Background: an optimization exercise with open tools, aiming at small area, a short achievable clock period and few clock cycles per item. Do not read the settings as production practice.
In this exercise RTL edits were held to simulation tests only and were not proved equivalent to the original.
Power and IR drop assume default switching activity.

==> flow/design.v, too long to show whole: its modules and the start of the top module <==
// module loop_slot: 253 lines
// module ls_multree: 3145 lines
module loop_slot (
    input  wire         clk,
    input  wire         rst,
    input  wire [3:0]   nx,           
    input  wire [2:0]   nm,           
    input  wire [2:0]   ny,           
    input  wire [7:0]   int_en,
    input  wire [15:0]  int_out,      
    input  wire [7:0]   int_pol,
    input  wire [127:0] out_lo,       
    input  wire [127:0] out_hi,
    output wire         coef_re,
    output wire [7:0]   coef_addr,
    input  wire [31:0]  coef_data,
    input  wire         x_we,
    input  wire [2:0]   x_widx,
    input  wire [31:0]  x_wdata,
    input  wire         start,
    input  wire [127:0] m_in,         
    input  wire [31:0]  r1,
    input  wire [31:0]  r2,
    input  wire [3:0]   cut_valid,    
    input  wire [3:0]   cut_dir,      
    output wire         ready,
    output reg          done,
    output wire [127:0] u_out,        
    output wire [255:0] x_out,        
    output reg  [7:0]   acc_sat
);
  // ...
==> flow/flow/run.sh <==
#!/bin/bash
# Own layout flow: the standard synthesis and layout (standard.sh), with two
# changes to how the layout is made:
#  - the port buffers are sky130_fd_sc_hd__buf_1 instead of the delay buffer
#    buffer_ports picks on its own;
set -euo pipefail
MARGIN=${MARGIN:-14.5}
bash standard.sh synth > synth.log 2>&1
bash standard.sh "BUFFER_PORTS_ARGS=-buffer_cell sky130_fd_sc_hd__buf_1" \
    "SETUP_SLACK_MARGIN=$MARGIN" finish > layout.log 2>&1
==> flow/standard.sh <==
#!/bin/bash
# synth_recipe.tcl (not shown) runs the flow's synth.tcl, then flattens the netlist and writes it again
# the make line also repeats each setting of config.mk as NAME=value (left out here)
make -C /OpenROAD-flow-scripts/flow DESIGN_CONFIG=/design/flow/config.mk WORK_HOME=/design/flow/orfs CLKGATE_MAP_FILE= SYNTH_SCRIPT=/design/flow/synth_recipe.tcl "${@:-finish}"
==> flow/config.mk <==
export PLATFORM = sky130hd
export DESIGN_NAME = loop_slot
export DESIGN_NICKNAME = loop_slot
export VERILOG_FILES = /design/flow/design.v
export SDC_FILE = /design/flow/constraint.sdc
export NUM_CORES = 4
export LEC_CHECK = 0
export CAP_MARGIN = 20
export CORE_MARGIN = 2
export CORE_UTILIZATION = 40
export PLACE_DENSITY = 0.6
export SLEW_MARGIN = 20
==> flow/constraint.sdc <==
create_clock -name core_clock -period 20.0 [get_ports {clk}]
set_input_delay 4.0000 -clock core_clock [delete_from_list [all_inputs] [get_ports {clk}]]
set_output_delay 4.0000 -clock core_clock [all_outputs]
set_load 0.01 [all_outputs]
==> run notes, run 1 <==
- R2R cell count: 13
- Routability congestion estimate from global placement: 0.943
- Endpoint of the worst-slack reg-to-reg timing path: x[7][14]$_DFFE_PP_
- HPWL reported at the end of detailed placement: 226 mm
- Signal buffers share of area: 7.26%
- Largest cell class: multi-input gates
- Net Count, Synth: 8062
- Depth of the worst hold-timing path: 0
- Clock slew seen by the registers of the worst setup and hold paths: 0.06 ns
- Max_cap viols: 0
- Slew HR: 21.4%
- Post-synth EDFFs: 922
- Power density over cell area: 201 nW/um^2
- Critical path startpoint: x[0][18]$_DFFE_PP_
- Leading register cell type out of synthesis: edfxtp_1
- Status: no timing/DRC/antenna violations
- Met1 global-route usage: 37.3%
- RSZ-0062 raised after global routing: yes
- Count of different cell masters after synthesis: 85
- Yosys synthesis warning count: 3
- Detailed-route wire length on metal 1: 119 mm
- Proportion of layout cells with a drive suffix above 1: 17.2%
- R2r setup slk: 14.49 ns
- Net switching component of the power: 9.02 mW
- Simple-gate area share of the yosys netlist: 4.30%
- Maximum level of the CTS H-tree: 4
- Floorplan core area: 200000 sq um
- Clock distribution power: 2.81 mW
- Die Outline Area: 206000 sq um
- Avg Vias per Cell: 5.78
- Pin count of the biggest net entering global routing: 83
- Top library cells by usage in the layout, fill and taps aside: edfxtp_1, inv_1, buf_1
- Worst endpoint data arrival time: 1.61 ns
- Clock tree from TritonCTS: built
- Yosys top cell area share: 34.3%
- Max Used Layer: met5
- Peak supply drop: 0.365 mV
- Type of the worst min-delay path: register to register
- Fraction of registers with async set or reset after synthesis: 0%
- Antenna violations before repair: 43
- Vertical die dimension: 453 um
- Starting utilization of the core area: 40.3%
- Largest area contributor in the synthesized netlist: edfxtp_1
Testbench counts, summed over its fixed seeds: cycles 199,080, samples 1,920.
==> inputs of run 2 (changes only) <==
==> flow/run.sh (new file) <==
#!/bin/bash
# synth_recipe.tcl (not shown) runs the flow's synth.tcl, then flattens the netlist and writes it again
# the make line also repeats each setting of config.mk as NAME=value (left out here)
make -C /OpenROAD-flow-scripts/flow DESIGN_CONFIG=/design/flow/config.mk WORK_HOME=/design/flow/orfs CLKGATE_MAP_FILE= SYNTH_SCRIPT=/design/flow/synth_recipe.tcl finish
removed: flow/flow/run.sh
removed: flow/standard.sh
==> run 2 against run 1 <==
Effect of this change:
- clock power shrank 2%
- synthesized area unchanged
- total power grew 0.78%
- highest routed layer unchanged
- worst hold slack got worse by 0.0018 ns
- critical endpoint is now ready
==> run notes, run 2 <==
- Share of synthesized area occupied by flip-flops and latches: 43.5% (unchanged)
- Nets@finish: 8917 (was 9112)
- Die Outline Area: 206000 sq um (unchanged)
- RSZ-0062 raised after global routing: no (was yes)
- First DRT Iteration DRCs: 6605 (was 6702)
- Worst Slack Setup Final: 13.78 ns (was 14.39 ns)
- Per-instance average area after synthesis: 12.3 sq um (unchanged)
- Post-cts hold buffer count: 0 (unchanged)
- Max Clock Freq: 0.161 GHz (was 0.178 GHz)
- RR Startpoint: efirst$_DFF_P_ (was x[7][20]$_DFFE_PP_)
- Maximum level of the CTS H-tree: 4 (unchanged)
- HPWL reported at the end of detailed placement: 228 mm (was 226 mm)
- Worst endpoint data arrival time: 2.22 ns (was 1.61 ns)
- Proportion of layout cells with a drive suffix above 1: 12.7% (was 17.2%)
- Peak supply drop: 0.302 mV (was 0.365 mV)
- Type of the worst min-delay path: register to register (unchanged)
- Vertical die dimension: 453 um (unchanged)
- R2R cell count: 15 (was 13)
- Remaining Overflow, GRT: 0 (unchanged)
- Antenna violations before repair: 53 (was 43)
- Placement Rows: 164 (unchanged)
- Endpoint class of the critical path: primary output (unchanged)
- Required time of the critical path: 16.00 ns (about the same)
- Post-CTS sizing: 0 (was 257)
- Period Utilization, post-route: 31.1% (was 28.1%)
- Worst path slowest cell: dfxtp_4 (was edfxtp_1)
- Fill cell total of the finished layout: 17900 (was 18200)
- Setup violation total in the final timing report: 0 (unchanged)
- Sequential cell area: 35200 sq um (about the same)
- Net Count, Synth: 8062 (unchanged)
- Fraction of registers with async set or reset after synthesis: 0% (unchanged)
- Buffering stage count on the worst path with inverters included: 1 (unchanged)
- Worst setup path category: register to primary output (unchanged)
- Power density over cell area: 196 nW/um^2 (was 201 nW/um^2)
- Starting utilization of the core area: 40.3% (unchanged)
- Total of flip-flops plus latches after synthesis: 1294 (unchanged)
- Total wire length: 313 mm (was 311 mm)
- Static leakage: 38.7 nW (was 37.7 nW)
- Worst slack at placement: 13.19 ns (was 13.58 ns)
- Yosys synthesis warning count: 3 (unchanged)
- Slew Viols, Final: 0 (unchanged)
- HP Start: cfirst$_DFF_P_ (was crow[2]$_DFF_P_)
- Via count of the first global-routing pass: 59700 (was 60400)
- Cells traversed along the worst timing path: clkdlybuf4s50_1 (was buf_6)
- Routability congestion estimate from global placement: 0.937 (was 0.943)
- Post-CTS setup buffer count: 0 (was 166)
- Avg Vias per Cell: 5.83 (was 5.78)
- Yosys top cell area share: 34.3% (unchanged)
- Detailed-route DRC error count: 0 (unchanged)
- Final hold violation count: 0 (unchanged)
- Die X: 453 um (unchanged)
- Max_cap viols: 0 (unchanged)
- Count of vias placed by the detailed router: 59600 (was 60200)
- Clock slew seen by the registers of the worst setup and hold paths: 0.06 ns (about the same)
- Max clock buf depth: 3 (unchanged)
- Count of input and output buffers: 971 (unchanged)
- Synth-to-Final Area Change: 21.9% (was 17.5%)
- Top cells by instance count after synthesis: edfxtp_1, inv_1, a22oi_1, ha_1, fa_1 (unchanged)
- Number of clock sinks seen by CTS: 1294 (unchanged)
- Floorplan core area: 200000 sq um (unchanged)
- Wire length of the first global-routing pass: 441 mm (was 438 mm)
- Root buffer cell: clkbuf_16 (unchanged)
- Post-synthesis instance total: 6575 (unchanged)
- Total routing resource utilization after global routing: 29.9% (was 29.6%)
- Biggest area contributors in the synthesized netlist: edfxtp_1, fa_1, dfxtp_1 (unchanged)
- Slew @ Worst Pin: 1.18 ns (was 1.15 ns)
- Accumulated negative setup slack: 0 ns (unchanged)
- Top-Level Pins: 972 (unchanged)
- Largest area contributor in the synthesized netlist: edfxtp_1 (unchanged)
- Number of routed nets with antenna violations: 0 (unchanged)
- Leading cell type in the layout, fill and taps excluded: clkdlybuf4s50_1 (was edfxtp_1)
- Status: no timing/DRC/antenna violations (unchanged)
- Pre-antenna DRT Iters: 8 (was 6)
- Nature of the critical path startpoint: register (unchanged)
- Clock tree skew after final layout: 0.0632 ns (was 0.0560 ns)
- Crit path max-delay family: flip-flops (unchanged)
- Total CTS buffers: 149 (was 147)
- Post-synth EDFFs: 922 (unchanged)
- Cell with the most instances after synthesis: edfxtp_1 (unchanged)
- Pin count of the biggest net entering global routing: 163 (was 83)
- Slew HR: 21.1% (was 21.4%)
- Top library cells by usage in the layout, fill and taps aside: clkdlybuf4s50_1, edfxtp_1, inv_1 (was edfxtp_1, inv_1, buf_1)
- Leading register cell type out of synthesis: edfxtp_1 (unchanged)
- Stage delay of the slowest cell on the critical path: 0.73 ns (was 0.56 ns)
- Clock tree from TritonCTS: built (unchanged)
- Crit-path max FO: 38 (was 3)
- Later-pin clock latency in the skew report: 0.82 ns (was 0.83 ns)
- Stages on the worst setup path: 1 (unchanged)
- Final critical path time including I/O delays and setup: 6.22 ns (was 5.61 ns)
- Critical path startpoint: idle$_SDFFE_PP1P_ (was x[0][18]$_DFFE_PP_)
- Count of different cell masters after synthesis: 85 (unchanged)
- Area occupied by multi-input gates: 41200 sq um (about the same)
- Average detailed-routed wire length per instance: 30.6 um (was 29.8 um)
- Post-synthesis instance area: 80800 sq um (unchanged)
- Depth of the worst hold-timing path: 0 (unchanged)
## run 2: cell types whose count changed in the layout (fill, tap and decap cells not counted), sizes merged
cell | previous run | this run
buf | 1270 | 122
clkdlybuf4s50 | 0 | 971
bufinv | 14 | 7
clkbuf | 203 | 196
clkinv | 58 | 53
clkinvlp | 4 | 7
diode | 15 | 16
inv | 863 | 862
## run 2: cells by family after synthesis
logic type                 share of synthesized area (%)
xor gates and xnor gates                            6.80
buffers and inverters                               5.88
DFF                                                 43.5
muxes                                               10.9
and+or+nand+nor                                     4.30
AOI/OAI and AO/OA                                   10.4
adders and majority gates                           18.2
## run 2: area by class of cell
class / count / share of cell area, %
multi-input combinational: 4042 / 41.8
sequential: 1294 / 35.8
timing repair buffer: 1093 / 10.8
clock buffer: 196 / 4.15
tap: 2656 / 3.38
inverter: 850 / 3.24
clock inverter: 79 / 0.761
antenna: 16 / 0.0407
## run 2: power breakdown
part	leakage, nW	switching (mW)	internal (mW)	total [mW]
registers	11.7	0.224	3.74	3.96
clock network	2.35	1.21	1.55	2.75
logic	24.6	7.61	4.92	12.5
## run 2: stage by stage
step	instances	instance area, sq um	total power [mW]	hold WS, ns	utilization [%]
3_3_place_gp	9934	93500	16.1	0.310	46.7
2_1_floorplan	6575	80800	11.8	0.310	-
5_1_grt	10200	98400	21.2	0.329	49.1
4_1_cts	10200	98400	19.3	0.323	49.1
3_5_place_dp	9935	93500	16.2	0.312	46.7
6_report	10200	98400	19.2	0.317	49.1
## run 2: final timing paths
| path | to | slack [ns] |
|---|---|---|
| setup / recovery | ready | 13.78 |
| hold / removal | dfirst$_DFF_P_ | 0.32 |
| setup reg to reg | xn[2][26]$_DFFE_PP_ | 14.25 |
| hold reg to reg | dfirst$_DFF_P_ | 0.32 |
## run 2: metal layers
layer  routed length [um]  track usage (%)  vias up
li1                     -                -    25200
met1               122000             39.0    30500
met2               147000             47.8     3124
met3                29800             7.47      674
met4                13200             11.4       20
met5                  122                0        -
==> module loop_slot, before the edit <==
module loop_slot (
    input  wire         clk,
    input  wire         rst,
    input  wire [3:0]   nx,           
    input  wire [2:0]   nm,           
    input  wire [2:0]   ny,           
    input  wire [7:0]   int_en,
    input  wire [15:0]  int_out,      
    input  wire [7:0]   int_pol,
    input  wire [127:0] out_lo,       
    input  wire [127:0] out_hi,
    output wire         coef_re,
    output wire [7:0]   coef_addr,
    input  wire [31:0]  coef_data,
    input  wire         x_we,
    input  wire [2:0]   x_widx,
    input  wire [31:0]  x_wdata,
    input  wire         start,
    input  wire [127:0] m_in,         
    input  wire [31:0]  r1,
    input  wire [31:0]  r2,
    input  wire [3:0]   cut_valid,    
    input  wire [3:0]   cut_dir,      
    output wire         ready,
    output reg          done,
    output wire [127:0] u_out,        
    output wire [255:0] x_out,        
    output reg  [7:0]   acc_sat
);
    integer k;
    genvar g;
    reg        idle;                  
    reg        cre;
    assign ready   = idle;
    assign coef_re = cre;
    reg signed [31:0] x  [0:7];
    reg signed [31:0] xn [0:7];
    reg signed [31:0] u  [0:3];
    reg signed [31:0] mv [0:3];
    reg signed [31:0] r1v, r2v;
    reg        [3:0]  cutv, cutd;
    reg        [3:0]  nxr;
    reg        [2:0]  nmr, nyr;
    reg        [7:0]  ien, ipol;
    reg        [15:0] iout;
    generate
        for (g = 0; g < 4; g = g + 1) begin : g_u
            assign u_out[32*g +: 32] = u[g];
        end
        for (g = 0; g < 8; g = g + 1) begin : g_x
            assign x_out[32*g +: 32] = x[g];
        end
    endgenerate
    always @(posedge clk) begin
        if (idle) begin
            mv[0] <= m_in[31:0];
            mv[1] <= m_in[63:32];
            mv[2] <= m_in[95:64];
            mv[3] <= m_in[127:96];
            r1v   <= r1;
            r2v   <= r2;
            cutv  <= cut_valid;
            cutd  <= cut_dir;
            nxr   <= nx;
            nmr   <= nm;
            nyr   <= ny;
            ien   <= int_en;
            ipol  <= int_pol;
            iout  <= int_out;
        end
    end
    reg        run;                   
    reg [3:0]  irow, icol;
    reg [7:0]  iaddr;
    assign coef_addr = iaddr;
    wire       issue = run | (idle & start);
    wire [3:0] col1 = (nx > 4'd1) ? 4'd1 : (nm != 3'd0) ? 4'd8 : 4'd12;
    reg  [3:0] coln;
    reg        lastc;
    always @* begin
        lastc = 1'b0;
        if (icol < 4'd7 && icol + 4'd1 < nxr)
            coln = icol + 4'd1;
        else if (icol < 4'd8)
            coln = (nmr != 3'd0) ? 4'd8 : 4'd12;
        else if (icol < 4'd11 && icol - 4'd7 < {1'b0, nmr})
            coln = icol + 4'd1;
        else if (icol < 4'd12)
            coln = 4'd12;
        else if (icol == 4'd12)
            coln = 4'd13;
        else begin
            coln = 4'd0;
            lastc = 1'b1;
        end
    end
    wire [3:0] row_last_out = 4'd7 + {1'b0, nyr};
    wire       lastr        = (irow == nxr - 4'd1);
    wire [3:0] rown         = (irow == row_last_out) ? 4'd0 : irow + 4'd1;
    wire       last_read    = lastc & lastr;
    wire [3:0] n_row  = lastc ? rown : irow;
    wire [7:0] n_addr = {4'd0, n_row} * 8'd14 + {4'd0, coln};
    wire       two_x  = |nx[3:1];
    wire [7:0] addr1  = {4'b0111, ~two_x, ~two_x & (nm == 3'd0), 1'b0, two_x};
    reg        bv, bfirst, blast, bfinal;
    reg [3:0]  brow, bcol;
    reg        cv, cfirst, clast, cfinal;
    reg [3:0]  crow;
    reg        dv, dfirst, dlast, dfinal;
    reg [3:0]  drow;
    reg        ev, efirst, elast, efinal;
    reg [3:0]  erow;
    reg        fv;
    reg [1:0]  frow;
    reg        commit;
    reg signed [31:0] cq;
    reg        [15:0] bone, btwo, bneg;   
    reg        [63:0] ts, tc;
    reg signed [31:0] ps;
    reg               psat;
    reg signed [31:0] acc;
    reg signed [31:0] lo_r, hi_r;
    reg        [3:0]  shi, slo;
    reg signed [31:0] vsel;
    always @* begin
        if (bcol < 4'd8)        vsel = x[bcol[2:0]];
        else if (bcol < 4'd12)  vsel = mv[bcol[1:0]];
        else if (bcol == 4'd12) vsel = r1v;
        else                    vsel = r2v;
    end
    reg [15:0] e_one, e_two, e_neg;
    always @* begin
        for (k = 0; k < 16; k = k + 1) begin
            e_one[k] = vsel[2*k] ^ ((k == 0) ? 1'b0 : vsel[2*k-1]);
            e_two[k] = (vsel[2*k+1] & ~vsel[2*k] & ~((k == 0) ? 1'b0 : vsel[2*k-1])) |
                       (~vsel[2*k+1] & vsel[2*k] & ((k == 0) ? 1'b0 : vsel[2*k-1]));
            e_neg[k] = vsel[2*k+1];
        end
    end
    wire [63:0] t_s, t_c;
    ls_multree u_mul (.a(cq), .one(bone), .two(btwo), .neg(bneg), .s(t_s), .c(t_c));
    wire [63:0]        full   = ts + tc;
    wire               p_ovf  = ~((full[63] == full[62]) && (full[62] == full[61]));
    wire signed [31:0] prod_s = p_ovf ? (full[63] ? 32'sh80000000 : 32'sh7FFFFFFF) : full[61:30];
    wire signed [31:0] acc_in = efirst ? 32'sd0 : acc;
    wire signed [32:0] sum    = {acc_in[31], acc_in} + {ps[31], ps};
    wire               s_ovf  = sum[32] ^ sum[31];
    wire signed [31:0] sum_s  = s_ovf ? (sum[32] ? 32'sh80000000 : 32'sh7FFFFFFF) : sum[31:0];
    reg                fsat_p, fsat_s;   
    wire [1:0]         n_sat  = {1'b0, fsat_p} + {1'b0, fsat_s};
    wire [8:0]         sat_sum = {1'b0, acc_sat} + {7'd0, n_sat};
    wire f_hi = acc > hi_r;
    wire f_lo = acc < lo_r;
    reg signed [1:0] satk [0:3];
    reg        [7:0] frz;
    reg signed [1:0] sv;
    always @* begin
        for (k = 0; k < 4; k = k + 1) begin
            if (cutv[k])    satk[k] = cutd[k] ? 2'sd1 : -2'sd1;
            else if (shi[k]) satk[k] = 2'sd1;
            else if (slo[k]) satk[k] = -2'sd1;
            else             satk[k] = 2'sd0;
        end
        for (k = 0; k < 8; k = k + 1) begin
            sv = ipol[k] ? -satk[iout[2*k +: 2]] : satk[iout[2*k +: 2]];
            frz[k] = ien[k] && ((sv > 0 && xn[k] > x[k]) || (sv < 0 && xn[k] < x[k]));
        end
    end
    always @(posedge clk) begin
        cq   <= coef_data;
        bone <= e_one;
        btwo <= e_two;
        bneg <= e_neg;
        fsat_p <= ev & psat & ~rst;
        fsat_s <= ev & s_ovf & ~rst;
        ts   <= t_s;
        tc   <= t_c;
        ps   <= prod_s;
        psat <= p_ovf;
        lo_r <= out_lo[32*erow[1:0] +: 32];
        hi_r <= out_hi[32*erow[1:0] +: 32];
        if (ev) begin
            acc <= sum_s;
            if (elast && !erow[3]) xn[erow[2:0]] <= sum_s;
        end
        if (fv) begin
            u[frow]   <= f_hi ? hi_r : f_lo ? lo_r : acc;
            shi[frow] <= f_hi;
            slo[frow] <= f_lo;
        end
        if (idle && x_we)
            x[x_widx] <= x_wdata;
        if (commit)
            for (k = 0; k < 8; k = k + 1)
                if (k < nxr && !frz[k])
                    x[k] <= xn[k];
        brow <= irow;   bcol <= icol;
        bfirst <= (icol == 4'd0); blast <= lastc; bfinal <= last_read;
        crow <= brow;   cfirst <= bfirst; clast <= blast; cfinal <= bfinal;
        drow <= crow;   dfirst <= cfirst; dlast <= clast; dfinal <= cfinal;
        erow <= drow;   efirst <= dfirst; elast <= dlast; efinal <= dfinal;
        frow <= erow[1:0];
        if (rst) begin
            idle    <= 1'b1;
            cre     <= 1'b0;
            run     <= 1'b0;
            irow    <= 4'd8;
            icol    <= 4'd0;
            iaddr   <= 8'd112;
            bv      <= 1'b0;
            cv      <= 1'b0;
            dv      <= 1'b0;
            ev      <= 1'b0;
            fv      <= 1'b0;
            commit  <= 1'b0;
            done    <= 1'b0;
            acc_sat <= 8'd0;
        end else begin
            cre    <= 1'b1;
            bv     <= issue;
            cv     <= bv;
            dv     <= cv;
            ev     <= dv;
            fv     <= ev & elast & erow[3];
            commit <= ev & efinal;
            done   <= commit;
            if (idle) begin
                if (start) begin
                    run   <= 1'b1;
                    icol  <= col1;
                    iaddr <= addr1;
                end
            end else if (run) begin
                if (last_read) begin
                    run   <= 1'b0;
                    irow  <= 4'd8;
                    icol  <= 4'd0;
                    iaddr <= 8'd112;
                end else begin
                    run   <= 1'b1;
                    irow  <= n_row;
                    icol  <= coln;
                    iaddr <= n_addr;
                end
            end
            if (idle && start)
                idle <= 1'b0;
            else if (commit)
                idle <= 1'b1;
            acc_sat <= sat_sum[8] ? 8'hFF : sat_sum[7:0];
        end
    end
endmodule
==> inputs of run 3 (changes only) <==
--- a/flow/design.v
+++ b/flow/design.v
@@ -36,3 +36,3 @@
     reg signed [31:0] x  [0:7];
-    reg signed [31:0] xn [0:7];
+    reg signed [31:0] xn [0:6];          
     reg signed [31:0] u  [0:3];
@@ -112,5 +112,4 @@
     reg [3:0]  erow;
-    reg        fv;
-    reg [1:0]  frow;
-    reg        commit;
+    reg        fv, ffinal;
+    reg [3:0]  frow;
     reg signed [31:0] cq;
@@ -121,3 +120,3 @@
     reg signed [31:0] acc;
-    reg signed [31:0] lo_r, hi_r;
+    reg signed [31:0] cmpa, cmpb;       
     reg        [3:0]  shi, slo;
@@ -151,7 +150,7 @@
     wire [8:0]         sat_sum = {1'b0, acc_sat} + {7'd0, n_sat};
-    wire f_hi = acc > hi_r;
-    wire f_lo = acc < lo_r;
+    wire f_gt = acc > cmpa;
+    wire f_lt = acc < cmpb;
     reg signed [1:0] satk [0:3];
-    reg        [7:0] frz;
     reg signed [1:0] sv;
+    reg              frz;
     always @* begin
@@ -163,7 +162,8 @@
         end
-        for (k = 0; k < 8; k = k + 1) begin
-            sv = ipol[k] ? -satk[iout[2*k +: 2]] : satk[iout[2*k +: 2]];
-            frz[k] = ien[k] && ((sv > 0 && xn[k] > x[k]) || (sv < 0 && xn[k] < x[k]));
-        end
+        sv  = ipol[frow[2:0]] ? -satk[iout[2*frow[2:0] +: 2]] : satk[iout[2*frow[2:0] +: 2]];
+        frz = ien[frow[2:0]] && ((sv > 0 && f_gt) || (sv < 0 && f_lt));
     end
+    wire               sel_a = frow[3] ? f_gt : frz;
+    wire               sel_b = frow[3] & f_lt;
+    wire signed [31:0] fval  = sel_a ? cmpa : sel_b ? cmpb : acc;
     always @(posedge clk) begin
@@ -179,12 +179,19 @@
         psat <= p_ovf;
-        lo_r <= out_lo[32*erow[1:0] +: 32];
-        hi_r <= out_hi[32*erow[1:0] +: 32];
-        if (ev) begin
+        cmpa <= erow[3] ? out_hi[32*erow[1:0] +: 32] : x[erow[2:0]];
+        cmpb <= erow[3] ? out_lo[32*erow[1:0] +: 32] : x[erow[2:0]];
+        if (ev)
             acc <= sum_s;
-            if (elast && !erow[3]) xn[erow[2:0]] <= sum_s;
-        end
         if (fv) begin
-            u[frow]   <= f_hi ? hi_r : f_lo ? lo_r : acc;
-            shi[frow] <= f_hi;
-            slo[frow] <= f_lo;
+            if (frow[3]) begin
+                u[frow[1:0]]   <= fval;
+                shi[frow[1:0]] <= f_gt;
+                slo[frow[1:0]] <= f_lt;
+            end else if (ffinal) begin
+                x[frow[2:0]] <= fval;
+                for (k = 0; k < 7; k = k + 1)
+                    if (k < frow)
+                        x[k] <= xn[k];
+            end else begin
+                xn[frow[2:0]] <= fval;
+            end
         end
@@ -192,6 +199,2 @@
             x[x_widx] <= x_wdata;
-        if (commit)
-            for (k = 0; k < 8; k = k + 1)
-                if (k < nxr && !frz[k])
-                    x[k] <= xn[k];
         brow <= irow;   bcol <= icol;
@@ -201,3 +204,3 @@
         erow <= drow;   efirst <= dfirst; elast <= dlast; efinal <= dfinal;
-        frow <= erow[1:0];
+        frow <= erow;   ffinal <= efinal;
         if (rst) begin
@@ -214,3 +217,2 @@
             fv      <= 1'b0;
-            commit  <= 1'b0;
             done    <= 1'b0;
@@ -223,5 +225,4 @@
             ev     <= dv;
-            fv     <= ev & elast & erow[3];
-            commit <= ev & efinal;
-            done   <= commit;
+            fv     <= ev & elast;
+            done   <= fv & ffinal;
             if (idle) begin
@@ -247,3 +248,3 @@
                 idle <= 1'b0;
-            else if (commit)
+            else if (fv && ffinal)
                 idle <= 1'b1;
==> flow/flow/run.sh (new file) <==
#!/bin/bash
# Own layout flow: the standard synthesis and layout (standard.sh), with two
# changes to how the layout is made:
#  - the port buffers are sky130_fd_sc_hd__buf_1 instead of the delay buffer
#    buffer_ports picks on its own;
set -euo pipefail
MARGIN=${MARGIN:-14.5}
bash standard.sh synth > synth.log 2>&1
bash standard.sh "BUFFER_PORTS_ARGS=-buffer_cell sky130_fd_sc_hd__buf_1" \
    "SETUP_SLACK_MARGIN=$MARGIN" finish > layout.log 2>&1
==> flow/standard.sh (new file) <==
#!/bin/bash
# synth_recipe.tcl (not shown) runs the flow's synth.tcl, then flattens the netlist and writes it again
# the make line also repeats each setting of config.mk as NAME=value (left out here)
make -C /OpenROAD-flow-scripts/flow DESIGN_CONFIG=/design/flow/config.mk WORK_HOME=/design/flow/orfs CLKGATE_MAP_FILE= SYNTH_SCRIPT=/design/flow/synth_recipe.tcl "${@:-finish}"
--- a/flow/config.mk
+++ b/flow/config.mk
@@ -9,4 +9,4 @@
 export CORE_MARGIN = 2
-export CORE_UTILIZATION = 40
-export PLACE_DENSITY = 0.6
+export CORE_UTILIZATION = 60
+export PLACE_DENSITY = 0.75
 export SLEW_MARGIN = 20
removed: flow/run.sh
==> run 3 against run 2 <==
Effect of this change:
- synthesized cell count shrank 4.0%
- utilization rose by 20 points
- final area down 10%
- largest power group unchanged
- clock power shrank 3%
- combinational power is 4% lower
- register-to-register slack better by 0.58 ns
- sequential share of layout area is 3.0 points higher
==> run notes, run 3 <==
- Largest register by flop count: x
- Static leakage: 33.4 nW (was 38.7 nW)
- Via count of the first global-routing pass: 59100 (was 59700)
- Worst slack at placement: 13.28 ns (was 13.19 ns)
- Die Outline Area: 131000 sq um (was 206000 sq um)
- Top library cells by usage in the layout, fill and taps aside: edfxtp_1, buf_1, a22oi_1 (was clkdlybuf4s50_1, edfxtp_1, inv_1)
- Power density over cell area: 209 nW/um^2 (was 196 nW/um^2)
- Max clock buf depth: 3 (unchanged)
- Routability congestion estimate from global placement: 1.06 (was 0.937)
- Status: no timing/DRC/antenna violations (unchanged)
- Internal: 9.78 mW (was 10.2 mW)
- Required time of the critical path: 16.00 ns (about the same)
- Final critical path time including I/O delays and setup: 5.62 ns (was 6.22 ns)
- Share of synthesized area occupied by flip-flops and latches: 44.4% (was 43.5%)
- Max_cap viols: 0 (unchanged)
- Final design utilization: 69.5% (was 49.1%)
- Later-pin clock latency in the skew report: 0.82 ns (about the same)
- Maximum level of the CTS H-tree: 4 (unchanged)
- Clock power frac: 14.4% (was 14.3%)
- Leading register cell type out of synthesis: edfxtp_1 (unchanged)
- Flip-flop count of the largest register, all copies and words added: 256
- Peak supply drop: 0.406 mV (was 0.302 mV)
- Slew Viols, Final: 0 (unchanged)
- Worst path slowest cell: edfxtp_1 (was dfxtp_4)
- Pin count of the biggest net entering global routing: 162 (was 163)
- Floorplan core area: 128000 sq um (was 200000 sq um)
- Slew @ Worst Pin: 1.28 ns (was 1.18 ns)
- Worst Slack Setup Final: 14.38 ns (was 13.78 ns)
- Proportion of layout cells with a drive suffix above 1: 16.9% (was 12.7%)
- Per-instance average area after synthesis: 12.2 sq um (was 12.3 sq um)
- Cell with the most instances after synthesis: edfxtp_1 (unchanged)
- Fraction of registers with async set or reset after synthesis: 0% (unchanged)
- Die X: 362 um (was 453 um)
- Cells traversed along the worst timing path: buf_6 (was clkdlybuf4s50_1)
- Avg Vias per Cell: 7.00 (was 5.83)
- Wire length of the first global-routing pass: 448 mm (was 441 mm)
- Buffering stage count on the worst path with inverters included: 1 (unchanged)
- Share of power burned in combinational logic: 65.0% (was 65.1%)
- Number of placed instances, taps included: 8508 (was 9935)
- Leading cell type in the layout, fill and taps excluded: edfxtp_1 (was clkdlybuf4s50_1)
- Total wire length: 324 mm (was 313 mm)
- Final hold violation count: 0 (unchanged)
- Average detailed-routed wire length per instance: 36.4 um (was 30.6 um)
- Remaining Overflow, GRT: 0 (unchanged)
- Pre-antenna DRT Iters: 8 (unchanged)
- Crit path max-delay family: flip-flops (unchanged)
- Nature of the critical path startpoint: register (unchanged)
- Vertical die dimension: 362 um (was 453 um)
- Yosys top cell area share: 34.7% (was 34.3%)
- Post-layout total power: 18.5 mW (was 19.2 mW)
- Endpoint class of the critical path: primary output (unchanged)
- Clock slew seen by the registers of the worst setup and hold paths: 0.06 ns (about the same)
- RSZ-0062 raised after global routing: yes (was no)
- Stage delay of the slowest cell on the critical path: 0.57 ns (was 0.73 ns)
- HPWL reported at the end of detailed placement: 232 mm (was 228 mm)
- Total of flip-flops plus latches after synthesis: 1264 (was 1294)
- Type of the worst min-delay path: register to register (unchanged)
- Switching part of the total power: 47.1% (was 47.0%)
- Crit-path max FO: 3 (was 38)
- Clock tree skew after final layout: 0.0599 ns (was 0.0632 ns)
- Max Clock Freq: 0.178 GHz (was 0.161 GHz)
- Clock tree from TritonCTS: built (unchanged)
- Count of input and output buffers: 971 (unchanged)
- Starting utilization of the core area: 60.4% (was 40.3%)
- Post-synth EDFFs: 890 (was 922)
- Biggest area contributors in the synthesized netlist: edfxtp_1, fa_1, dfxtp_1 (unchanged)
- Antenna violations before repair: 46 (was 53)
- Placement Rows: 131 (was 164)
- Post-synthesis instance total: 6314 (was 6575)
- Top cells by instance count after synthesis: edfxtp_1, a22oi_1, inv_1, fa_1, dfxtp_1 (was edfxtp_1, inv_1, a22oi_1, ha_1, fa_1)
- Worst setup path category: register to primary output (unchanged)
- Period Utilization, post-route: 28.1% (was 31.1%)
- Detailed-route DRC error count: 0 (unchanged)
- Nets@finish: 8323 (was 8917)
- Top-Level Pins: 972 (unchanged)
- Final instance count without filler cells: 8896 (was 10200)
- Number of clock sinks seen by CTS: 1264 (was 1294)
- Net Count, Synth: 7541 (was 8062)
- First DRT Iteration DRCs: 10800 (was 6605)
- Net switching component of the power: 8.70 mW (was 9.04 mW)
- Root buffer cell: clkbuf_16 (unchanged)
- Accumulated negative setup slack: 0 ns (unchanged)
- Number of routed nets with antenna violations: 0 (unchanged)
- Synth-to-Final Area Change: 14.9% (was 21.9%)
- Setup violation total in the final timing report: 0 (unchanged)
- Total routing resource utilization after global routing: 48.7% (was 29.9%)
- Total CTS buffers: 137 (was 149)
- Count of vias placed by the detailed router: 62300 (was 59600)
- Post-synthesis instance area: 77100 sq um (was 80800 sq um)
- Largest area contributor in the synthesized netlist: edfxtp_1 (unchanged)
- Worst endpoint data arrival time: 1.62 ns (was 2.22 ns)
- Count of different cell masters after synthesis: 85 (unchanged)
- Slew HR: 14.8% (was 21.1%)
- Yosys synthesis warning count: 3 (unchanged)
- Sequential share of power: 20.6% (about the same)
- Post-cts hold buffer count: 0 (unchanged)
-- run 3: changes by cell type in the layout (fill, tap and decap cells not counted), moves of 54 or more --
| cell | before | now |
|---|---|---|
| buf_6 | 1 | 95 |
| and3_4 | 0 | 59 |
| buf_1 | 0 | 792 |
| mux2_2 | 294 | 37 |
| inv_1 | 849 | 615 |
| a21oi_2 | 6 | 60 |
| clkdlybuf4s50_1 | 971 | 0 |
| o21ai_1 | 12 | 238 |
| buf_2 | 0 | 71 |
| buf_4 | 120 | 209 |
| ha_1 | 496 | 236 |
| a22oi_1 | 502 | 630 |
-- run 3: cell families (layout without fill, tap and decap cells) --
logic type / Yosys count / in the layout / share of synthesized area [%]
adders and majority gates: 668 / 668 / 14.9
buffers and inverters: 1166 / 2063 / 6.34
muxes: 351 / 351 / 8.82
AOI/OAI and AO/OA: 1606 / 1607 / 14.2
and+or+nand+nor: 634 / 635 / 4.24
DFF: 1264 / 1264 / 44.4
xor gates and xnor gates: 625 / 625 / 7.10
other: 0 / 21 / 0
-- run 3: stage by stage --
stage | instance area, sq um | hold WS (ns)
finish | 88600 | 0.319
global placement | 82000 | 0.310
detailed placement | 82000 | 0.312
global route | 88600 | 0.326
CTS | 88200 | 0.325
floorplan | 77900 | 0.310
-- run 3: power groups by stage --
stage,sequential (mW),clock [mW],combinational [mW]
3_5_place_dp,3.84,0,11.6
3_3_place_gp,3.83,0,11.3
5_1_grt,3.81,2.77,13.2
4_1_cts,3.79,2.66,11.7
2_1_floorplan,3.63,0,7.69
6_report,3.81,2.67,12.0
-- run 3: path summary, 6_finish.rpt --
path | endpoint | depth (start not counted) | from | slack (ns)
hold reg to reg | cfinal$_DFF_P_ | 0 | bfinal$_DFF_P_ | 0.32
hold / removal | cfinal$_DFF_P_ | 0 | bfinal$_DFF_P_ | 0.32
setup reg to reg | acc[5]$_DFFE_PP_ | 15 | efirst$_DFF_P_ | 14.83
setup / recovery | x_out[218] | 1 | x[6][26]$_DFFE_PP_ | 14.38
-- run 3: final cells by class --
class / count / area, sq um
Antenna cell: 21 / 52.6
Fill cell: 9197 / 38900
Timing Repair Buffer: 1188 / 6220
Sequential cell: 1264 / 34300
Tap cell: 1662 / 2080
Inverter: 619 / 2320
Multi-Input combinational cell: 3886 / 38800
Clock buffer: 177 / 3720
Clock inverter: 79 / 1010
-- run 3: per-layer routing --
metal,track usage (%),share of wire [%]
met5,0.370,0.096
met4,29.8,8.0
met2,66.9,41
met3,21.9,17
met1,62.9,34
-- run 3: timing repair --
action | in CTS | in global routing
endpoints found under the hold margin | 0 | 0
gates cloned | 1 | 1
buffers inserted | 89 | 15
pin swaps | 1 | 2
gates resized for setup | 345 | 29
endpoints found under the setup margin | 266 | 236
Testbench counts of run 3, summed over its fixed seeds: cycles 199,080, samples 1,920.
==> inputs of run 4 (changes only) <==
--- a/flow/config.mk
+++ b/flow/config.mk
@@ -9,4 +9,4 @@
 export CORE_MARGIN = 2
-export CORE_UTILIZATION = 60
-export PLACE_DENSITY = 0.75
+export CORE_UTILIZATION = 40
+export PLACE_DENSITY = 0.6
 export SLEW_MARGIN = 20
==> run 4 against run 3 <==
Effect of this change:
- still clean on timing, DRC and antenna
- utilization is 22 points lower
- synthesized area stayed put
- clock power hardly changed
- combinational power hardly changed
- sequential cell count stayed put
- fmax is 0.44% lower
- non-clock buffer count is 117 higher
- sequential power hardly changed
- synthesized cell count stayed put
- worst hold slack hardly changed
- critical endpoint is now x_out[58]
==> run notes, run 4 <==
- Status: no timing/DRC/antenna violations (unchanged)
- Routability congestion estimate from global placement: 1.01 (was 1.06)
- Fraction of registers with async set or reset after synthesis: 0% (unchanged)
- Max_cap viols: 0 (unchanged)
- Cell with the most instances after synthesis: edfxtp_1 (unchanged)
- Antenna violations before repair: 62 (was 46)
- Per-instance average area after synthesis: 12.2 sq um (unchanged)
- Top cells by instance count after synthesis: edfxtp_1, a22oi_1, inv_1, fa_1, dfxtp_1 (unchanged)
- Power density over cell area: 204 nW/um^2 (was 209 nW/um^2)
- Top-Level Pins: 972 (unchanged)
- Number of routed nets with antenna violations: 0 (unchanged)
- Post-cts hold buffer count: 0 (unchanged)
- Wire length of the first global-routing pass: 483 mm (was 448 mm)
- Leading cell type in the layout, fill and taps excluded: edfxtp_1 (unchanged)
- Remaining Overflow, GRT: 0 (unchanged)
- Type of the worst min-delay path: register to register (unchanged)
- Total wire length: 353 mm (was 324 mm)
- Later-pin clock latency in the skew report: 0.84 ns (was 0.82 ns)
- Stage delay of the slowest cell on the critical path: 0.60 ns (was 0.57 ns)
- Starting utilization of the core area: 40.1% (was 60.4%)
- Largest register by flop count: x (unchanged)
- Clock tree skew after final layout: 0.0681 ns (was 0.0599 ns)
- R2R cell count: 11 (was 15)
- RSZ-0062 raised after global routing: yes (unchanged)
- Clock slew seen by the registers of the worst setup and hold paths: 0.06 ns (about the same)
- HPWL reported at the end of detailed placement: 252 mm (was 232 mm)
- Top library cells by usage in the layout, fill and taps aside: edfxtp_1, buf_1, a22oi_1 (unchanged)
- Fill cell total of the finished layout: 17300 (was 9197)
- Area occupied by multi-input gates: 38800 sq um (about the same)
- Total routing resource utilization after global routing: 35.2% (was 48.7%)
- Required time of the critical path: 16.00 ns (about the same)
- First DRT Iteration DRCs: 8681 (was 10800)
- Flip-flop count of the largest register, all copies and words added: 256 (unchanged)
- Maximum level of the CTS H-tree: 4 (unchanged)
- Pre-antenna DRT Iters: 6 (was 8)
- Setup violation total in the final timing report: 0 (unchanged)
- Worst setup path category: register to primary output (unchanged)
- Period Utilization, post-route: 28.2% (was 28.1%)
- Biggest area contributors in the synthesized netlist: edfxtp_1, fa_1, dfxtp_1 (unchanged)
- Stages on the worst setup path: 1 (unchanged)
- Synth-to-Final Area Change: 18.3% (was 14.9%)
- Number of clock sinks seen by CTS: 1264 (unchanged)
- Final critical path time including I/O delays and setup: 5.65 ns (was 5.62 ns)
- Post-synthesis instance area: 77100 sq um (unchanged)
- Placement Rows: 161 (was 131)
- Share of synthesized area occupied by flip-flops and latches: 44.4% (unchanged)
- Via count of the first global-routing pass: 60000 (was 59100)
- Worst slack at placement: 13.68 ns (was 13.28 ns)
- Slew @ Worst Pin: 1.24 ns (was 1.28 ns)
- Crit path max-delay family: flip-flops (unchanged)
- Total of flip-flops plus latches after synthesis: 1264 (unchanged)
- Max clock buf depth: 3 (unchanged)
- Leading register cell type out of synthesis: edfxtp_1 (unchanged)
- Detailed-route DRC error count: 0 (unchanged)
- Yosys top cell area share: 34.7% (unchanged)
- Worst path slowest cell: edfxtp_1 (unchanged)
- Die Outline Area: 196000 sq um (was 131000 sq um)
- Average detailed-routed wire length per instance: 35.6 um (was 36.4 um)
- Number of placed instances, taps included: 9381 (was 8508)
- Final design utilization: 47.5% (was 69.5%)
- Static leakage: 34.2 nW (was 33.4 nW)
- Worst Slack Setup Final: 14.35 ns (was 14.38 ns)
- Total CTS buffers: 144 (was 137)
- Peak supply drop: 0.541 mV (was 0.406 mV)
- Worst endpoint data arrival time: 1.65 ns (was 1.62 ns)
- Nature of the critical path startpoint: register (unchanged)
- Floorplan core area: 192000 sq um (was 128000 sq um)
- Count of different cell masters after synthesis: 85 (unchanged)
- Accumulated negative setup slack: 0 ns (unchanged)
- Depth of the worst hold-timing path: 0 (unchanged)
- Post-synth EDFFs: 890 (unchanged)
- Buffering stage count on the worst path with inverters included: 1 (unchanged)
- Post-synthesis instance total: 6314 (unchanged)
- Avg Vias per Cell: 6.24 (was 7.00)
- Yosys synthesis warning count: 3 (unchanged)
- Pin count of the biggest net entering global routing: 88 (was 162)
- Nets@finish: 8445 (was 8323)
- Cells traversed along the worst timing path: buf_1 (was buf_6)
- Clock tree from TritonCTS: built (unchanged)
- Slew Viols, Final: 0 (unchanged)
- Die X: 443 um (was 362 um)
- Count of vias placed by the detailed router: 61700 (was 62300)
- Sequential cell area: 34300 sq um (about the same)
- Proportion of layout cells with a drive suffix above 1: 18.1% (was 16.9%)
- Root buffer cell: clkbuf_16 (unchanged)
- Vertical die dimension: 443 um (was 362 um)
- Endpoint class of the critical path: primary output (unchanged)
- Final hold violation count: 0 (unchanged)
- Count of input and output buffers: 971 (unchanged)
- Crit-path max FO: 3 (unchanged)
- Slew HR: 14.8% (about the same)
- Max Clock Freq: 0.177 GHz (was 0.178 GHz)
- Largest area contributor in the synthesized netlist: edfxtp_1 (unchanged)
- Net Count, Synth: 7541 (unchanged)
- Final instance count without filler cells: 9899 (was 8896)
[run 4: kinds of logic (layout without fill, tap and decap cells)]
kind of cell,Yosys count,after routing,share of synthesized area (%)
flops,1264,1264,44.4
simple gates,634,634,4.24
fa+ha+maj,668,668,14.9
xor+xnor,625,625,7.10
other cells,0,39,0
buf+inv,1166,2186,6.34
compound gates,1606,1606,14.2
mux,351,351,8.82
[run 4: metrics by stage]
| stage | power [mW] | cell area [sq um] | hold slack [ns] |
|---|---|---|---|
| floorplan | 11.3 | 77900 | 0.310 |
| global placement | 15.8 | 83100 | 0.311 |
| detailed placement | 16.0 | 83100 | 0.312 |
| CTS | 18.7 | 90600 | 0.311 |
| global route | 20.2 | 91200 | 0.330 |
| finish | 18.6 | 91200 | 0.319 |
[run 4: what timing repair did]
item	4_1_cts	5_1_grt
gates resized for setup	396	77
setup buffers	185	26
setup endpoints to repair	214	288
[run 4: where the power goes]
part           switching (mW)  internal (mW)
clock network            1.20           1.49
registers               0.288           3.50
logic                    7.41           4.76
[run 4: final timing paths]
check | from | slack [ns] | endpoint
worst max-delay path | x[1][26]$_DFFE_PP_ | 14.35 | x_out[58]
worst max register to register | frow[1]$_DFF_P_ | 14.70 | xn[5][0]$_DFFE_PP_
worst min register to register | dfirst$_DFF_P_ | 0.32 | efirst$_DFF_P_
worst min-delay path | dfirst$_DFF_P_ | 0.32 | efirst$_DFF_P_
[run 4: layout make-up]
class | count | area share (%)
multi-input cells | 3884 | 42.6
flip-flops and latches | 1264 | 37.6
repair buffers | 1305 | 8.54
clock buffers | 183 | 4.26
well taps | 2526 | 3.47
inverters | 619 | 2.55
clock inverters | 79 | 0.919
diodes | 39 | 0.107
[run 4: layer usage]
metal	up-vias	GRT usage, %	routed length [um]
li1	24700	-	-
met1	31500	42.9	124000
met2	4514	53.9	158000
met3	1001	9.99	40500
met4	16	24.5	30100
met5	-	0	125
==> inputs of run 5 (changes only) <==
--- a/flow/design.v
+++ b/flow/design.v
@@ -105,3 +105,3 @@
     reg        bv, bfirst, blast, bfinal;
-    reg [3:0]  brow, bcol;
+    reg [3:0]  brow;
     reg        cv, cfirst, clast, cfinal;
@@ -122,8 +122,11 @@
     reg        [3:0]  shi, slo;
+    reg        [13:0] bsel;              
     reg signed [31:0] vsel;
     always @* begin
-        if (bcol < 4'd8)        vsel = x[bcol[2:0]];
-        else if (bcol < 4'd12)  vsel = mv[bcol[1:0]];
-        else if (bcol == 4'd12) vsel = r1v;
-        else                    vsel = r2v;
+        vsel = 32'sd0;
+        for (k = 0; k < 8; k = k + 1)
+            vsel = vsel | ({32{bsel[k]}} & x[k]);
+        for (k = 0; k < 4; k = k + 1)
+            vsel = vsel | ({32{bsel[8+k]}} & mv[k]);
+        vsel = vsel | ({32{bsel[12]}} & r1v) | ({32{bsel[13]}} & r2v);
     end
@@ -199,3 +202,5 @@
             x[x_widx] <= x_wdata;
-        brow <= irow;   bcol <= icol;
+        brow <= irow;
+        for (k = 0; k < 14; k = k + 1)
+            bsel[k] <= (icol == k);
         bfirst <= (icol == 4'd0); blast <= lastc; bfinal <= last_read;
--- a/flow/config.mk
+++ b/flow/config.mk
@@ -9,4 +9,4 @@
 export CORE_MARGIN = 2
-export CORE_UTILIZATION = 40
-export PLACE_DENSITY = 0.6
+export CORE_UTILIZATION = 60
+export PLACE_DENSITY = 0.75
 export SLEW_MARGIN = 20
==> run 5 against run 4 <==
Effect of this change:
- fmax fell by 0.12%
- utilization rose by 23 points
- global-route usage rose by 16 points
- clock-buffer cell count fell by 15
- non-clock buffer count fell by 10
- via count rose by 7.3%
- critical path type unchanged
- largest power group unchanged
==> run notes, run 5 <==
- Worst endpoint data arrival time: 1.65 ns (about the same)
- Depth of the worst hold-timing path: 0 (unchanged)
- Post-synth EDFFs: 890 (unchanged)
- Total of flip-flops plus latches after synthesis: 1273 (was 1264)
- Top library cells by usage in the layout, fill and taps aside: edfxtp_1, buf_1, a22oi_1 (unchanged)
- Via count of the first global-routing pass: 63000 (was 60000)
- Max Clock Freq: 0.177 GHz (about the same)
- Accumulated negative setup slack: 0 ns (unchanged)
- Final critical path time including I/O delays and setup: 5.65 ns (about the same)
- Period Utilization, post-route: 28.3% (was 28.2%)
- Endpoint of the worst setup timing path: x_out[69] (was x_out[58])
- HPWL reported at the end of detailed placement: 236 mm (was 252 mm)
- Critical path startpoint: x[2][5]$_DFFE_PP_ (was x[1][26]$_DFFE_PP_)
- Max_cap viols: 0 (unchanged)
- Total CTS buffers: 137 (was 144)
- Largest register by flop count: x (unchanged)
- Worst path slowest cell: edfxtp_1 (unchanged)
- Top cells by instance count after synthesis: edfxtp_1, a22oi_1, inv_1, clkbuf_1, fa_1 (was edfxtp_1, a22oi_1, inv_1, fa_1, dfxtp_1)
- RR Startpoint: acc[9]$_DFFE_PP_ (was frow[1]$_DFF_P_)
- Die Outline Area: 130000 sq um (was 196000 sq um)
- Required time of the critical path: 16.00 ns (about the same)
- Clock slew seen by the registers of the worst setup and hold paths: 0.06 ns (about the same)
- RSZ-0062 raised after global routing: yes (unchanged)
- Post-synthesis instance area: 76300 sq um (was 77100 sq um)
- Remaining Overflow, GRT: 0 (unchanged)
- Cells traversed along the worst timing path: buf_6 (was buf_1)
- Nets@finish: 8779 (was 8445)
- Largest area contributor in the synthesized netlist: edfxtp_1 (unchanged)
- Flip-flop count of the largest register, all copies and words added: 256 (unchanged)
- Max clock buf depth: 3 (unchanged)
- Biggest area contributors in the synthesized netlist: edfxtp_1, fa_1, dfxtp_1 (unchanged)
- Final hold violation count: 0 (unchanged)
- Antenna violations before repair: 58 (was 62)
- Number of routed nets with antenna violations: 0 (unchanged)
- Leading register cell type out of synthesis: edfxtp_1 (unchanged)
- R2r setup slk: 14.49 ns (was 14.70 ns)
- Proportion of layout cells with a drive suffix above 1: 14.7% (was 18.1%)
- Post-synthesis instance total: 6647 (was 6314)
- Vertical die dimension: 361 um (was 443 um)
- Pre-antenna DRT Iters: 14 (was 6)
- Avg Vias per Cell: 7.08 (was 6.24)
- Count of vias placed by the detailed router: 66200 (was 61700)
- Fraction of registers with async set or reset after synthesis: 0% (unchanged)
- Maximum level of the CTS H-tree: 4 (unchanged)
- Total routing resource utilization after global routing: 51.1% (was 35.2%)
- Fill cell total of the finished layout: 9089 (was 17300)
- Share of synthesized area occupied by flip-flops and latches: 45.1% (was 44.4%)
- Yosys synthesis warning count: 3 (unchanged)
- Worst setup path category: register to primary output (unchanged)
- Setup violation total in the final timing report: 0 (unchanged)
- Count of input and output buffers: 971 (unchanged)
- Root buffer cell: clkbuf_16 (unchanged)
- Placement Rows: 130 (was 161)
- Slew HR: 19.4% (was 14.8%)
- Buffering stage count on the worst path with inverters included: 1 (unchanged)
- Nature of the critical path startpoint: register (unchanged)
- Later-pin clock latency in the skew report: 0.83 ns (was 0.84 ns)
- Type of the worst min-delay path: register to register (unchanged)
- Routability congestion estimate from global placement: 1.03 (was 1.01)
- Endpoint of the worst-slack reg-to-reg timing path: xn[0][4]$_DFFE_PP_ (was xn[5][0]$_DFFE_PP_)
- Slew Viols, Final: 0 (unchanged)
- Synth-to-Final Area Change: 16.2% (was 18.3%)
- Number of clock sinks seen by CTS: 1273 (was 1264)
- Starting utilization of the core area: 60.6% (was 40.1%)
- Peak supply drop: 0.497 mV (was 0.541 mV)
- Crit path max-delay family: flip-flops (unchanged)
- Die X: 361 um (was 443 um)
- Yosys top cell area share: 35.0% (was 34.7%)
- Floorplan core area: 126000 sq um (was 192000 sq um)
- Post-cts hold buffer count: 0 (unchanged)
- Count of different cell masters after synthesis: 86 (was 85)
- Endpoint class of the critical path: primary output (unchanged)
- Status: no timing/DRC/antenna violations (unchanged)
- Stage delay of the slowest cell on the critical path: 0.62 ns (was 0.60 ns)
- Slew @ Worst Pin: 1.18 ns (was 1.24 ns)
- Static leakage: 34.2 nW (about the same)
- Per-instance average area after synthesis: 11.5 sq um (was 12.2 sq um)
- Net Count, Synth: 7876 (was 7541)
- Top-Level Pins: 972 (unchanged)
- Clock tree from TritonCTS: built (unchanged)
- Worst slack at placement: 13.63 ns (was 13.68 ns)
- Stages on the worst setup path: 1 (unchanged)
- Average detailed-routed wire length per instance: 36.4 um (was 35.6 um)
- R2R cell count: 12 (was 11)
- Detailed-route DRC error count: 0 (unchanged)
- Wire length of the first global-routing pass: 468 mm (was 483 mm)
- Area of placed instances: 82000 sq um (was 83100 sq um)
- Leading cell type in the layout, fill and taps excluded: edfxtp_1 (unchanged)
- Post-route cell area: 88700 sq um (was 91200 sq um)
- Total wire length: 340 mm (was 353 mm)
- Crit-path max FO: 3 (unchanged)
- Pin count of the biggest net entering global routing: 151 (was 88)
- Power density over cell area: 230 nW/um^2 (was 204 nW/um^2)
- Cell with the most instances after synthesis: edfxtp_1 (unchanged)
- Clock tree skew after final layout: 0.0659 ns (was 0.0681 ns)
- Worst Slack Setup Final: 14.35 ns (about the same)
- First DRT Iteration DRCs: 12500 (was 8681)
## run 5: how the worst min path moves through the flow
stage | from | endpoint | slack (ns)
6_report | dlast$_DFF_P_ | elast$_DFF_P_ | 0.33
5_1_grt | dfirst$_DFF_P_ | efirst$_DFF_P_ | 0.33
4_1_cts | dfirst$_DFF_P_ | efirst$_DFF_P_ | 0.33
3_5_place_dp | dfirst$_DFF_P_ | efirst$_DFF_P_ | 0.31
3_3_place_gp | dlast$_DFF_P_ | elast$_DFF_P_ | 0.31
2_1_floorplan | bfinal$_DFF_P_ | cfinal$_DFF_P_ | 0.31
## run 5: cell families after synthesis
kind of cell               share of synthesized area [%]
AOI/OAI and AO/OA                                   16.3
xor gates and xnor gates                            7.13
adders and majority gates                           15.1
buffers and inverters                               5.95
DFF                                                 45.1
muxes                                               5.06
and+or+nand+nor                                     5.34
## run 5: repair_timing
| item | 4_1_cts | 5_1_grt |
|---|---|---|
| resized for setup | 178 | 67 |
| cloned | 0 | 2 |
| pin swaps | 1 | 1 |
| setup buffers | 161 | 24 |
| hold endpoints to repair | 0 | 0 |
| setup endpoints to repair | 212 | 221 |
## run 5: per-stage QoR
step / hold slack (ns) / utilization (%) / total power, mW / cells
after floorplan: 0.310 / - / 12.8 / 6647
after global placement: 0.310 / 65.1 / 16.9 / 8871
after detailed placement: 0.313 / 65.1 / 17.3 / 8872
after CTS: 0.327 / 70.0 / 19.9 / 9284
after global routing: 0.329 / 70.4 / 22.0 / 9339
final: 0.326 / 70.4 / 20.4 / 9352
## run 5: power breakdown
group / switching (mW) / total, mW / internal [mW] / leakage [nW]
logic: 8.35 / 13.8 / 5.45 / 20.5
clock network: 1.17 / 2.63 / 1.46 / 2.23
registers: 0.371 / 3.95 / 3.58 / 11.5
total: 9.90 / 20.4 / 10.5 / 34.2
## run 5: final cells by class
cell class	count	area, sq um	area share (%)
diodes	40	100	0.113
clock buffers	168	3630	4.09
clock inverters	83	981	1.11
inverters	668	2510	2.83
multi-input cells	4175	38200	43.1
flip-flops and latches	1273	34500	38.9
well taps	1650	2060	2.33
repair buffers	1295	6680	7.53
## run 5: layer usage
layer	global-route usage [%]	wire (um)	share of wire, %	vias up
met1	61.2	109000	32	31900
met4	37.1	33500	9.9	38
li1	-	-	-	25800
met2	70.2	136000	40	6703
met5	0.814	406	0.12	-
met3	26.3	61400	18	1851
Testbench counts of run 5, summed over its fixed seeds: cycles 199,080, samples 1,920.
==> inputs of run 6 (changes only) <==
--- a/flow/design.v
+++ b/flow/design.v
@@ -143,5 +143,23 @@
     ls_multree u_mul (.a(cq), .one(bone), .two(btwo), .neg(bneg), .s(t_s), .c(t_c));
-    wire [63:0]        full   = ts + tc;
-    wire               p_ovf  = ~((full[63] == full[62]) && (full[62] == full[61]));
-    wire signed [31:0] prod_s = p_ovf ? (full[63] ? 32'sh80000000 : 32'sh7FFFFFFF) : full[61:30];
+    function carry32(input [31:0] a, input [31:0] b);
+        reg [31:0] g, p;
+        integer i, n;
+        begin
+            g = a & b;
+            p = a | b;
+            for (n = 16; n >= 1; n = n / 2)
+                for (i = 0; i < n; i = i + 1) begin
+                    g[i] = g[2*i+1] | (p[2*i+1] & g[2*i]);
+                    p[i] = p[2*i+1] & p[2*i];
+                end
+            carry32 = g[0];
+        end
+    endfunction
+    function gt32(input [31:0] a, input [31:0] b);
+        gt32 = carry32({~a[31], a[30:0]}, ~{~b[31], b[30:0]});
+    endfunction
+    wire               c30    = carry32({2'b00, ts[29:0]}, {2'b11, tc[29:0]});   
+    wire [33:0]        full   = ts[63:30] + tc[63:30] + {33'd0, c30};
+    wire               p_ovf  = ~((full[33] == full[32]) && (full[32] == full[31]));
+    wire signed [31:0] prod_s = p_ovf ? (full[33] ? 32'sh80000000 : 32'sh7FFFFFFF) : full[31:0];
     wire signed [31:0] acc_in = efirst ? 32'sd0 : acc;
@@ -153,4 +171,4 @@
     wire [8:0]         sat_sum = {1'b0, acc_sat} + {7'd0, n_sat};
-    wire f_gt = acc > cmpa;
-    wire f_lt = acc < cmpb;
+    wire f_gt = gt32(acc, cmpa);
+    wire f_lt = gt32(cmpb, acc);
     reg signed [1:0] satk [0:3];
--- a/flow/config.mk
+++ b/flow/config.mk
@@ -9,4 +9,4 @@
 export CORE_MARGIN = 2
-export CORE_UTILIZATION = 60
-export PLACE_DENSITY = 0.75
+export CORE_UTILIZATION = 50
+export PLACE_DENSITY = 0.7
 export SLEW_MARGIN = 20
==> run 6 against run 5 <==
Effect of this change:
- first-iteration DRC count down 17%
- global-route usage down 6.7 points
- clock skew down 0.014 ns
- non-clock buffer count up 39
- synthesized cell count down 2.7%
- sequential power about the same
- highest routed layer unchanged
- setup slack better by 0.011 ns
- critical endpoint is now x_out[134]
- still clean
- final area down 0.65%
- total power about the same
- critical path depth unchanged
- utilization down 12 points
- wire length up 1.8%
==> run notes, run 6 <==
- Status: no timing/DRC/antenna violations (unchanged)
- Remaining Overflow, GRT: 0 (unchanged)
- Slew @ Worst Pin: 1.36 ns (was 1.18 ns)
- Total CTS buffers: 142 (was 137)
- Maximum level of the CTS H-tree: 4 (unchanged)
- Wire length of the first global-routing pass: 477 mm (was 468 mm)
- Slew HR: 9.39% (was 19.4%)
- Net Count, Synth: 7604 (was 7876)
- Setup violation total in the final timing report: 0 (unchanged)
- Clock power frac: 13.1% (was 12.9%)
- Worst setup path category: register to primary output (unchanged)
- Fill cell total of the finished layout: 12500 (was 9089)
- Count of input and output buffers: 971 (unchanged)
- R2r setup slk: 14.51 ns (was 14.49 ns)
- Yosys synthesis warning count: 3 (unchanged)
- Endpoint of the worst-slack reg-to-reg timing path: xn[0][25]$_DFFE_PP_ (was xn[0][4]$_DFFE_PP_)
- Top library cells by usage in the layout, fill and taps aside: edfxtp_1, buf_1, a22oi_1 (unchanged)
- Sequential share of power: 19.3% (was 19.4%)
- Number of routed nets with antenna violations: 0 (unchanged)
- Synth-to-Final Area Change: 17.1% (was 16.2%)
- Per-instance average area after synthesis: 11.6 sq um (was 11.5 sq um)
- Power density over cell area: 232 nW/um^2 (was 230 nW/um^2)
- Top-Level Pins: 972 (unchanged)
- Post-synth EDFFs: 890 (unchanged)
- Share of power burned in combinational logic: 67.6% (was 67.7%)
- Placement Rows: 142 (was 130)
- First DRT Iteration DRCs: 10400 (was 12500)
- Antenna violations before repair: 43 (was 58)
- Vertical die dimension: 392 um (was 361 um)
- Total routing resource utilization after global routing: 44.4% (was 51.1%)
- Share of synthesized area occupied by flip-flops and latches: 45.7% (was 45.1%)
- Area occupied by multi-input gates: 36700 sq um (was 38200 sq um)
- Stage delay of the slowest cell on the critical path: 0.63 ns (was 0.62 ns)
- Max Clock Freq: 0.177 GHz (about the same)
- Largest register by flop count: x (unchanged)
- Post-synthesis instance area: 75200 sq um (was 76300 sq um)
- Pre-antenna DRT Iters: 10 (was 14)
- Top cells by instance count after synthesis: edfxtp_1, a22oi_1, inv_1, clkbuf_1, fa_1 (unchanged)
- Post-synthesis instance total: 6465 (was 6647)
- Worst endpoint data arrival time: 1.64 ns (was 1.65 ns)
- Buffering stage count on the worst path with inverters included: 1 (unchanged)
- Required time of the critical path: 16.00 ns (about the same)
- Fraction of registers with async set or reset after synthesis: 0% (unchanged)
- RR Startpoint: frow[0]$_DFF_P_ (was acc[9]$_DFFE_PP_)
- Final hold violation count: 0 (unchanged)
- Clock tree skew after final layout: 0.0521 ns (was 0.0659 ns)
- Floorplan core area: 150000 sq um (was 126000 sq um)
- Nature of the critical path startpoint: register (unchanged)
- Yosys top cell area share: 35.5% (was 35.0%)
- Starting utilization of the core area: 50.3% (was 60.6%)
- Leading cell type in the layout, fill and taps excluded: edfxtp_1 (unchanged)
- R2R cell count: 12 (unchanged)
- Static leakage: 33.7 nW (was 34.2 nW)
- Count of vias placed by the detailed router: 64800 (was 66200)
- Flip-flop count of the largest register, all copies and words added: 256 (unchanged)
- Peak supply drop: 0.536 mV (was 0.497 mV)
- Avg Vias per Cell: 6.78 (was 7.08)
- RSZ-0062 raised after global routing: yes (unchanged)
- Max_cap viols: 0 (unchanged)
- Worst path slowest cell: edfxtp_1 (unchanged)
- Total wire length: 346 mm (was 340 mm)
- Endpoint of the worst setup timing path: x_out[134] (was x_out[69])
- Leading register cell type out of synthesis: edfxtp_1 (unchanged)
- HPWL reported at the end of detailed placement: 244 mm (was 236 mm)
- Cell with the most instances after synthesis: edfxtp_1 (unchanged)
- Clock tree from TritonCTS: built (unchanged)
- Net switching component of the power: 9.71 mW (was 9.90 mW)
- Switching part of the total power: 47.6% (was 48.5%)
- Routability congestion estimate from global placement: 0.997 (was 1.03)
- Detailed-route DRC error count: 0 (unchanged)
- Via count of the first global-routing pass: 62800 (was 63000)
- Die Outline Area: 154000 sq um (was 130000 sq um)
- Accumulated negative setup slack: 0 ns (unchanged)
- Period Utilization, post-route: 28.2% (was 28.3%)
- Sequential cell area: 34500 sq um (about the same)
- Crit-path max FO: 2 (was 3)
- Number of clock sinks seen by CTS: 1273 (unchanged)
- Biggest area contributors in the synthesized netlist: edfxtp_1, fa_1, dfxtp_1 (unchanged)
- Total of flip-flops plus latches after synthesis: 1273 (unchanged)
- Crit path max-delay family: flip-flops (unchanged)
- Proportion of layout cells with a drive suffix above 1: 14.2% (was 14.7%)
- Final critical path time including I/O delays and setup: 5.64 ns (was 5.65 ns)
- Internal: 10.7 mW (was 10.5 mW)
- Later-pin clock latency in the skew report: 0.80 ns (was 0.83 ns)
- Cells traversed along the worst timing path: buf_1 (was buf_6)
- Final design utilization: 58.9% (was 70.4%)
- Stages on the worst setup path: 1 (unchanged)
- Clock slew seen by the registers of the worst setup and hold paths: 0.06 ns (about the same)
- Type of the worst min-delay path: register to register (unchanged)
- Critical path startpoint: x[4][6]$_DFFE_PP_ (was x[2][5]$_DFFE_PP_)
- Max clock buf depth: 3 (unchanged)
- Average detailed-routed wire length per instance: 36.2 um (was 36.4 um)
- Die X: 392 um (was 361 um)
- Largest area contributor in the synthesized netlist: edfxtp_1 (unchanged)
- Post-cts hold buffer count: 0 (unchanged)
- Count of different cell masters after synthesis: 82 (was 86)
- Slew Viols, Final: 0 (unchanged)
- Root buffer cell: clkbuf_16 (unchanged)
- Pin count of the biggest net entering global routing: 96 (was 151)
- Nets@finish: 8544 (was 8779)
- Endpoint class of the critical path: primary output (unchanged)
-- run 6: changes by cell type after synthesis, sizes merged, moves of 27 or more --
cell	before	now
a21oi	259	193
a222oi	0	36
ha	238	146
nand2	219	176
o21ai	391	255
o21bai	13	44
o22ai	47	20
o31ai	16	137
-- run 6: cells by family after synthesis --
group                    after synthesis  share of synthesized area [%]
multiplexers                         219                           5.15
adder cells (fa/ha/maj)              593                           14.0
XOR/XNOR                             617                           7.18
AO/OA/AOI/OAI                       1790                           16.9
flip-flops                          1273                           45.7
buffers and inverters               1191                           6.00
AND/OR/NAND/NOR                      782                           5.08
-- run 6: power by group through the flow --
stage          clock (mW)  combinational (mW)  sequential, mW
5_1_grt              2.77                15.5            3.95
4_1_cts              2.67                13.7            3.92
3_5_place_dp            0                13.3            3.98
6_report             2.66                13.8            3.95
3_3_place_gp            0                12.9            3.98
2_1_floorplan           0                8.87            3.77
-- run 6: cell type report --
| cell class | count | share of cell area [%] |
|---|---|---|
| multi-input combinational | 4003 | 41.7 |
| sequential | 1273 | 39.2 |
| timing repair buffer | 1334 | 8.10 |
| clock buffer | 190 | 4.50 |
| tap | 2016 | 2.86 |
| inverter | 651 | 2.78 |
| clock inverter | 69 | 0.827 |
| antenna | 23 | 0.0653 |
-- run 6: metal layers --
metal  vias to the layer above  global-route usage (%)  wire length [um]
met3                      1570                    19.5             55500
met5                         -                   0.159               189
met4                        28                    29.7             29800
met1                     31900                    53.2            115000
met2                      5941                    64.5            146000
li1                      25400                       -                 -
-- run 6: worst min path at each step --
stage               cells past startpoint              end             from
floorplan                               0   cfinal$_DFF_P_   bfinal$_DFF_P_
global placement                        0    dlast$_DFF_P_    clast$_DFF_P_
detailed placement                      0    clast$_DFF_P_    blast$_DFF_P_
CTS                                     0    dlast$_DFF_P_    clast$_DFF_P_
global route                            0  erow[2]$_DFF_P_  drow[2]$_DFF_P_
finish                                  0  erow[1]$_DFF_P_  drow[1]$_DFF_P_
-- run 6: timing repair --
item,in CTS,in global routing
setup buffers,180,24
pin swaps,10,8
gates resized for setup,190,99
gates cloned,3,0
setup endpoints to repair,313,236
-- run 6: metrics by stage --
step | setup WS (ns) | instance area [sq um] | hold slack, ns | total power, mW | cells
after floorplan | 14.06 | 75300 | 0.310 | 12.6 | 6465
after global placement | 13.40 | 80900 | 0.310 | 16.9 | 9066
after global routing | 14.38 | 88100 | 0.329 | 22.2 | 9546
after detailed placement | 13.35 | 80900 | 0.312 | 17.3 | 9069
after CTS | 14.41 | 87600 | 0.325 | 20.3 | 9511
final | 14.36 | 88100 | 0.325 | 20.4 | 9559
Testbench counts of run 6, summed over its fixed seeds: cycles 199,080, samples 1,920.

==> static timing again, ports no longer ideal <==
The results above use ideal ports. As a check the final layouts listed here were re-extracted and re-timed, cells and wires unchanged. Step 1 (the two cells are an assumption about what drives the block):
set clk [get_ports {clk}]
set_driving_cell -lib_cell sky130_fd_sc_hd__clkbuf_16 $clk
set_driving_cell -lib_cell sky130_fd_sc_hd__buf_2 [delete_from_list [all_inputs] $clk]
Step 2 adds t to the input delays and takes it off the output delays; t is the mean of the earliest and latest rising clock arrival at the registers after step 1. Input paths then give back, and output paths get back, about the clock's delay inside the block. Three values: ideal ports, drivers, drivers and shift; two values: the first two.
| run | t, ns | setup slack, ns | worst setup path after step 2 | worst register clock-pin slew, ns | worst slew at a driven data input, ns |
|---|---|---|---|---|---|
| run 1 | 0.907 | 14.389 / 14.290 / 14.129 | input to register | 0.07 / 0.07 | 0.29 |
| run 2 | 0.879 | 13.783 / 13.688 / 13.169 | input to register | 0.07 / 0.07 | 0.23 |
| run 3 | 0.879 | 14.378 / 14.288 / 13.526 | input to register | 0.07 / 0.07 | 0.41 |
| run 4 | 0.907 | 14.353 / 14.250 / 13.603 | input to register | 0.07 / 0.07 | 0.25 |
| run 5 | 0.889 | 14.347 / 14.252 / 13.484 | input to register | 0.07 / 0.07 | 0.30 |
| run 6 | 0.875 | 14.358 / 14.262 / 13.480 | input to register | 0.07 / 0.07 | 0.28 |
After both steps setup and hold are still met in every run listed. The setup slack of run 6, which loses most, moves by -0.096 ns with the drivers and by -0.878 ns with both steps.
